This is an optimization exercise on Yosys and OpenROAD, whose aim is small area, a short achievable clock period and few clock cycles per item, not a production implementation.
RTL that was checked went through simulation tests only; none was proved equivalent to the original.
No activity file was given, so power comes from the tool's default toggle rates.

Setup of rev 12:
==> module str_rebuild, before the edit <==
module str_rebuild (
  input         clk,
  input         rst,
  input         in_valid,
  output        in_ready,
  input  [31:0] in_data,
  input  [31:0] in_mask,
  output        out_valid,
  input         out_ready,
  output [1:0]  out_n,
  output [4:0]  out_role_a,
  output [31:0] out_data_a,
  output [4:0]  out_role_b,
  output [31:0] out_data_b
);
  function [7:0] gf_mul(input [7:0] a, input [7:0] b);
    integer i;
    reg [7:0] p, t;
    begin
      p = 8'h00;
      t = a;
      for (i = 0; i < 8; i = i + 1) begin
        if (b[i]) p = p ^ t;
        t = {t[6:0], 1'b0} ^ (t[7] ? 8'h1D : 8'h00);
      end
      gf_mul = p;
    end
  endfunction
  function [7:0] gf_div2(input [7:0] a);
    gf_div2 = {1'b0, a[7:1]} ^ (a[0] ? 8'h8E : 8'h00);
  endfunction
  function [7:0] ainv(input [4:0] k);
    reg [31:0] t0, t1, t2, t3, t4, t5, t6, t7;
    begin
      t0 = 32'h09FE178D;
      t1 = 32'h84FF0BC6;
      t2 = 32'h4B81926E;
      t3 = 32'h2C3EDEBA;
      t4 = 32'h9FE178D0;
      t5 = 32'h4FF0BC68;
      t6 = 32'h27F85E34;
      t7 = 32'h13FC2F1A;
      ainv = {t7[k], t6[k], t5[k], t4[k], t3[k], t2[k], t1[k], t0[k]};
    end
  endfunction
  function [7:0] wtab(input [4:0] k);
    reg [31:0] t0, t1, t2, t3, t4, t5, t6, t7;
    begin
      t0 = 32'h1FD6E992;
      t1 = 32'h5F9D8454;
      t2 = 32'h524738EE;
      t3 = 32'hBE228668;
      t4 = 32'hD4D20CDA;
      t5 = 32'h0C7D2F36;
      t6 = 32'hD0BB6CF2;
      t7 = 32'h3EF2F72E;
      wtab = {t7[k], t6[k], t5[k], t4[k], t3[k], t2[k], t1[k], t0[k]};
    end
  endfunction
  reg        rdy_r;
  reg [4:0]  role;
  reg [31:0] mask_r;       
  reg        er_r;
  reg [1:0]  ecnt;
  reg [4:0]  px, py;
  reg [31:0] ps, h;
  reg  first, last;        
  wire accept = in_valid && rdy_r;
  wire drop0  = (role == 5'd1) && mask_r[0];
  wire [4:0] role_n = accept ? role + 5'd1 : role;
  always @(posedge clk) begin
    if (first) begin
      mask_r <= in_mask;
      er_r   <= in_mask[1];
    end else if (accept) begin
      er_r   <= mask_r[role + 5'd1];
    end
  end
  reg [1:0] ecnt_t;
  reg [4:0] px_t, py_t;
  always @(*) begin
    ecnt_t = ecnt;
    px_t   = px;
    py_t   = py;
    if (er_r) begin
      if (ecnt == 2'd0) px_t = role;
      if (ecnt == 2'd1) py_t = role;
      if (ecnt != 2'd3) ecnt_t = ecnt + 2'd1;
    end
  end
  always @(posedge clk) begin
    if (accept) begin
      if (first) begin
        ecnt <= {1'b0, in_mask[0]};
        px   <= 5'd0;
        py   <= 5'd0;
      end else begin
        ecnt <= ecnt_t;
        px   <= px_t;
        py   <= py_t;
      end
    end
  end
  wire        clr    = accept && (first || drop0);
  wire        keep_p = accept && (first || (!er_r && !last));
  wire        keep_h = first || !er_r;
  wire [31:0] dp = in_data & {32{keep_p}};
  wire [31:0] dh = in_data & {32{keep_h}};
  wire [31:0] hm = h & {32{!(first || drop0)}};
  integer b;
  always @(posedge clk) begin
    ps <= (ps & {32{!clr}}) ^ dp;
    if (accept && role < 5'd30)
      for (b = 0; b < 4; b = b + 1)
        h[8*b +: 8] <= gf_div2(hm[8*b +: 8]) ^ dh[8*b +: 8];
  end
  reg [31:0] qs;
  always @(*)
    for (b = 0; b < 4; b = b + 1)
      qs[8*b +: 8] = gf_mul(h[8*b +: 8], 8'h30) ^ (er_r ? 8'h00 : in_data[8*b +: 8]);
  reg        busy, ov;
  reg [2:0]  sub;
  reg [4:0]  step;
  reg [1:0]  on_r;
  reg [4:0]  ora, orb;
  reg [31:0] ra, rb;
  reg [7:0]  mo_r;
  wire lden = last && rdy_r;
  wire load = accept && last;
  wire two   = (on_r == 2'd2);
  wire c_pq  = two && (ora == 5'd30);
  wire c_xq  = two && (orb == 5'd31) && !c_pq;
  wire c_xp  = two && (orb == 5'd30);
  wire c_xy  = two && (orb < 5'd30);
  wire c_q   = (on_r == 2'd1) && (ora == 5'd31);
  wire c_one = (on_r == 2'd1) && !c_q;
  wire [2:0] sub_n = (step == 5'd0 || sub == 3'd5) ? 3'd0 : sub + 3'd1;
  wire [4:0] tidx = (sub_n == 3'd0) ? (c_xy ? orb : ora) : ~ora;
  wire [7:0] tinv = ainv(tidx);
  reg  [7:0] coef_n, coef;
  always @(*) begin
    case (sub_n)
      3'd0:    coef_n = (c_xy || c_xp || c_xq) ? tinv : 8'h01;
      3'd2:    coef_n = c_xy ? wtab(orb - ora) : (c_xq ? tinv : 8'h01);
      default: coef_n = c_xq ? 8'hC0 : 8'h01;
    endcase
  end
  wire [7:0] a0    = ra[7:0];
  wire [7:0] b0    = rb[7:0];
  wire       s1    = c_xy || c_xq;
  wire       sva   = c_xy || c_xp || c_q;    
  wire       svb   = c_xy || c_xp;           
  wire       mvb   = c_xq;                   
  wire       keepa = two || c_one;           
  wire       keepb = two;                    
  wire [7:0] va    = sva ? mo_r : (a0 & {8{keepa}});
  wire [7:0] vb    = svb ? (a0 ^ mo_r) : (mvb ? mo_r : (b0 & {8{keepb}}));
  wire [1:0] ecnt_l = ecnt_t;
  wire       many   = (ecnt_l == 2'd3);
  always @(posedge clk) begin
    mo_r <= gf_mul(b0, coef);
    coef <= coef_n;
  end
  always @(posedge clk) begin
    if (lden) begin
      ra   <= ps;
      rb   <= qs;
      on_r <= ecnt_l;
      ora  <= many ? 5'd0 : px_t;
      orb  <= many ? 5'd0 : py_t;
    end else if (busy) begin
      if (sub == 3'd5) begin
        ra <= {va, ra[31:8]};
        rb <= {vb, rb[31:8]};
      end else if (sub == 3'd1) begin
        rb[7:0] <= mo_r ^ (a0 & {8{s1}});
      end else if (sub == 3'd3) begin
        rb[7:0] <= mo_r;
      end
    end
  end
  wire done   = busy && (step == 5'd24);
  wire ov_n   = done || (ov && !out_ready);
  wire busy_n = load || (busy && !done);
  always @(posedge clk) begin
    if (rst) begin
      role  <= 5'd0;
      first <= 1'b1;
      last  <= 1'b0;
      busy  <= 1'b0;
      ov    <= 1'b0;
      rdy_r <= 1'b1;
    end else begin
      role  <= role_n;
      first <= (role_n == 5'd0);
      last  <= (role_n == 5'd31);
      busy  <= busy_n;
      ov    <= ov_n;
      rdy_r <= !((role_n == 5'd31) && (busy_n || ov_n));
    end
    if (load) begin
      step <= 5'd0;
      sub  <= 3'd0;
    end else if (busy) begin
      step <= step + 5'd1;
      sub  <= sub_n;
    end
  end
  assign in_ready   = rdy_r;
  assign out_valid  = ov;
  assign out_n      = on_r;
  assign out_role_a = ora;
  assign out_data_a = ra;
  assign out_role_b = orb;
  assign out_data_b = rb;
endmodule
export LEC_CHECK = 0
export ABC_AREA = 1
export CAP_MARGIN = 20
export CORE_MARGIN = 2
export CORE_UTILIZATION = 50
export CTS_CLUSTER_DIAMETER = 60
export CTS_CLUSTER_SIZE = 30
export PLACE_DENSITY = 0.65
export SETUP_SLACK_MARGIN = 5
export SLEW_MARGIN = 20
create_clock -name core_clock -period 8.0 [get_ports {clk}]
standard.sh (not shown) runs the stock make flow with config.mk's settings and CLKGATE_MAP_FILE= SYNTH_SCRIPT=/design/flow/synth_recipe.tcl, a recipe that flattens the netlist after the stock synthesis.
==> flow/flow/run.sh <==
#!/bin/bash
# Standard ORFS layout (the standard.sh) with three changes: the port
# buffers are buf_2 cells instead of the smallest buffer-like cell, the clock
# tree is built without sink clustering (two clkbuf_16 levels), and
# repair_timing aims at a 5.25 ns setup margin (a 2.75 ns period).
set -euo pipefail
export BUFFER_PORTS_ARGS="-buffer_cell sky130_fd_sc_hd__buf_2"
export CTS_ARGS="-repair_clock_nets"
bash standard.sh SETUP_SLACK_MARGIN=5.25 finish > standard.log 2>&1
Testbench counts of rev 12, summed over its fixed seeds: cycles 61,648, columns 1,920.
The inputs of rev 13 differ from those of rev 12 as listed below.
--- a/flow/design.v
+++ b/flow/design.v
@@ -60,5 +60,6 @@
   reg        rdy_r;
   reg [4:0]  role;
-  reg [31:0] mask_r;       
+  reg [31:2] mask_r;
+  reg        e0;           
   reg        er_r;
   reg [1:0]  ecnt;
@@ -67,12 +68,14 @@
   reg  first, last;        
   wire accept = in_valid && rdy_r;
-  wire drop0  = (role == 5'd1) && mask_r[0];
+  wire drop0  = (role == 5'd1) && e0;
   wire [4:0] role_n = accept ? role + 5'd1 : role;
+  wire [31:0] mm = {mask_r, 2'b00};
   always @(posedge clk) begin
     if (first) begin
-      mask_r <= in_mask;
+      mask_r <= in_mask[31:2];
+      e0     <= in_mask[0];
       er_r   <= in_mask[1];
     end else if (accept) begin
-      er_r   <= mask_r[role + 5'd1];
+      er_r   <= mm[role + 5'd1];
     end
   end
@@ -103,15 +106,13 @@
   end
   wire        clr    = accept && (first || drop0);
-  wire        keep_p = accept && (first || (!er_r && !last));
-  wire        keep_h = first || !er_r;
-  wire [31:0] dp = in_data & {32{keep_p}};
-  wire [31:0] dh = in_data & {32{keep_h}};
+  wire        keep = accept && (first || !er_r);
+  wire [31:0] dg   = in_data & {32{keep}};
   wire [31:0] hm = h & {32{!(first || drop0)}};
   integer b;
   always @(posedge clk) begin
-    ps <= (ps & {32{!clr}}) ^ dp;
+    ps <= (ps & {32{!clr}}) ^ dg;
     if (accept && role < 5'd30)
       for (b = 0; b < 4; b = b + 1)
-        h[8*b +: 8] <= gf_div2(hm[8*b +: 8]) ^ dh[8*b +: 8];
+        h[8*b +: 8] <= gf_div2(hm[8*b +: 8]) ^ dg[8*b +: 8];
   end
   reg [31:0] qs;
@@ -120,6 +121,6 @@
       qs[8*b +: 8] = gf_mul(h[8*b +: 8], 8'h30) ^ (er_r ? 8'h00 : in_data[8*b +: 8]);
   reg        busy, ov;
-  reg [2:0]  sub;
-  reg [4:0]  step;
+  reg [2:0]  sub;          
+  reg [1:0]  lane;
   reg [1:0]  on_r;
   reg [4:0]  ora, orb;
@@ -135,14 +136,17 @@
   wire c_q   = (on_r == 2'd1) && (ora == 5'd31);
   wire c_one = (on_r == 2'd1) && !c_q;
-  wire [2:0] sub_n = (step == 5'd0 || sub == 3'd5) ? 3'd0 : sub + 3'd1;
-  wire [4:0] tidx = (sub_n == 3'd0) ? (c_xy ? orb : ora) : ~ora;
-  wire [7:0] tinv = ainv(tidx);
+  wire [2:0] sub_n = (sub == 3'd6 || sub == 3'd5) ? 3'd0 : sub + 3'd1;
+  wire       sel_k2 = (sub == 3'd1);
+  wire       sel_k3 = (sub == 3'd3);
+  wire [4:0] tidx   = sel_k2 ? ~ora : (c_xy ? orb : ora);
+  wire [7:0] tinv   = ainv(tidx);
   reg  [7:0] coef_n, coef;
   always @(*) begin
-    case (sub_n)
-      3'd0:    coef_n = (c_xy || c_xp || c_xq) ? tinv : 8'h01;
-      3'd2:    coef_n = c_xy ? wtab(orb - ora) : (c_xq ? tinv : 8'h01);
-      default: coef_n = c_xq ? 8'hC0 : 8'h01;
-    endcase
+    if (sel_k3)
+      coef_n = c_xq ? 8'hC0 : 8'h01;
+    else if (sel_k2)
+      coef_n = c_xy ? wtab(orb - ora) : (c_xq ? tinv : 8'h01);
+    else
+      coef_n = (c_xy || c_xp || c_xq) ? tinv : 8'h01;
   end
   wire [7:0] a0    = ra[7:0];
@@ -173,12 +177,10 @@
         ra <= {va, ra[31:8]};
         rb <= {vb, rb[31:8]};
-      end else if (sub == 3'd1) begin
-        rb[7:0] <= mo_r ^ (a0 & {8{s1}});
-      end else if (sub == 3'd3) begin
-        rb[7:0] <= mo_r;
+      end else if (sub == 3'd1 || sub == 3'd3) begin
+        rb[7:0] <= mo_r ^ (a0 & {8{s1 && !sub[1]}});
       end
     end
   end
-  wire done   = busy && (step == 5'd24);
+  wire done   = busy && (lane == 2'd3) && (sub == 3'd5);
   wire ov_n   = done || (ov && !out_ready);
   wire busy_n = load || (busy && !done);
@@ -200,9 +202,9 @@
     end
     if (load) begin
-      step <= 5'd0;
-      sub  <= 3'd0;
+      sub  <= 3'd6;
+      lane <= 2'd0;
     end else if (busy) begin
-      step <= step + 5'd1;
       sub  <= sub_n;
+      if (sub == 3'd5) lane <= lane + 2'd1;
     end
   end
Findings:
Of the two values seen for launching instance or port of the critical path, ra[24]$_DFFE_PP_ was produced by rev 12 and rb[9]$_DFFE_PP_ by rev 13. Rev 13: total of flip-flops plus latches after synthesis is about 1.8% lower than what rev 12 reported. The run showing the greater wire length of the first global-routing pass is rev 13. Relative to rev 12, rev 13 improves setup slack. Overall power after layout in rev 13 is 6.3% lower than in rev 12. Of rev 13 and rev 12, the lower final cell count belongs to rev 12. Global-route usage (rev 13 over rev 12): increase, 0.59 points. Summary of rev 13 over rev 12: fraction of power consumed by combinational cells went down; met3 demand-to-capacity share in global routing went down; hold slack went down.
Function not checked in rev 13: the RTL went through the layout flow alone.

-- static timing again, ports no longer ideal --
No port has a modelled driver above. Below, the same layouts with a new extraction and two added sets of constraints.
Step 1: set_driving_cell puts a clkbuf_16 on clk and a buf_2 on each other input, an assumption about the parent block.
Step 2, shift: input delay + t, output delay - t, t = (earliest + latest rising clock arrival at the registers) / 2. This alone moves slack from input paths to output paths.
Slacks: ideal ports / drivers / drivers and shift; pairs: ideal ports / drivers.
run | t (ns) | setup WS [ns] | clock arrival spread, ns | pins driven straight from the clock port
rev 12 | 0.490 | 5.259 / 5.210 / 5.014 | 0.021 / 0.021 | 1
rev 13 | 0.486 | 5.275 / 5.225 / 5.049 | 0.019 / 0.019 | 1
After both steps every run listed still meets setup and hold. For rev 12, which loses most, drivers alone change the setup slack by -0.049 ns; drivers and shift together by -0.245 ns.
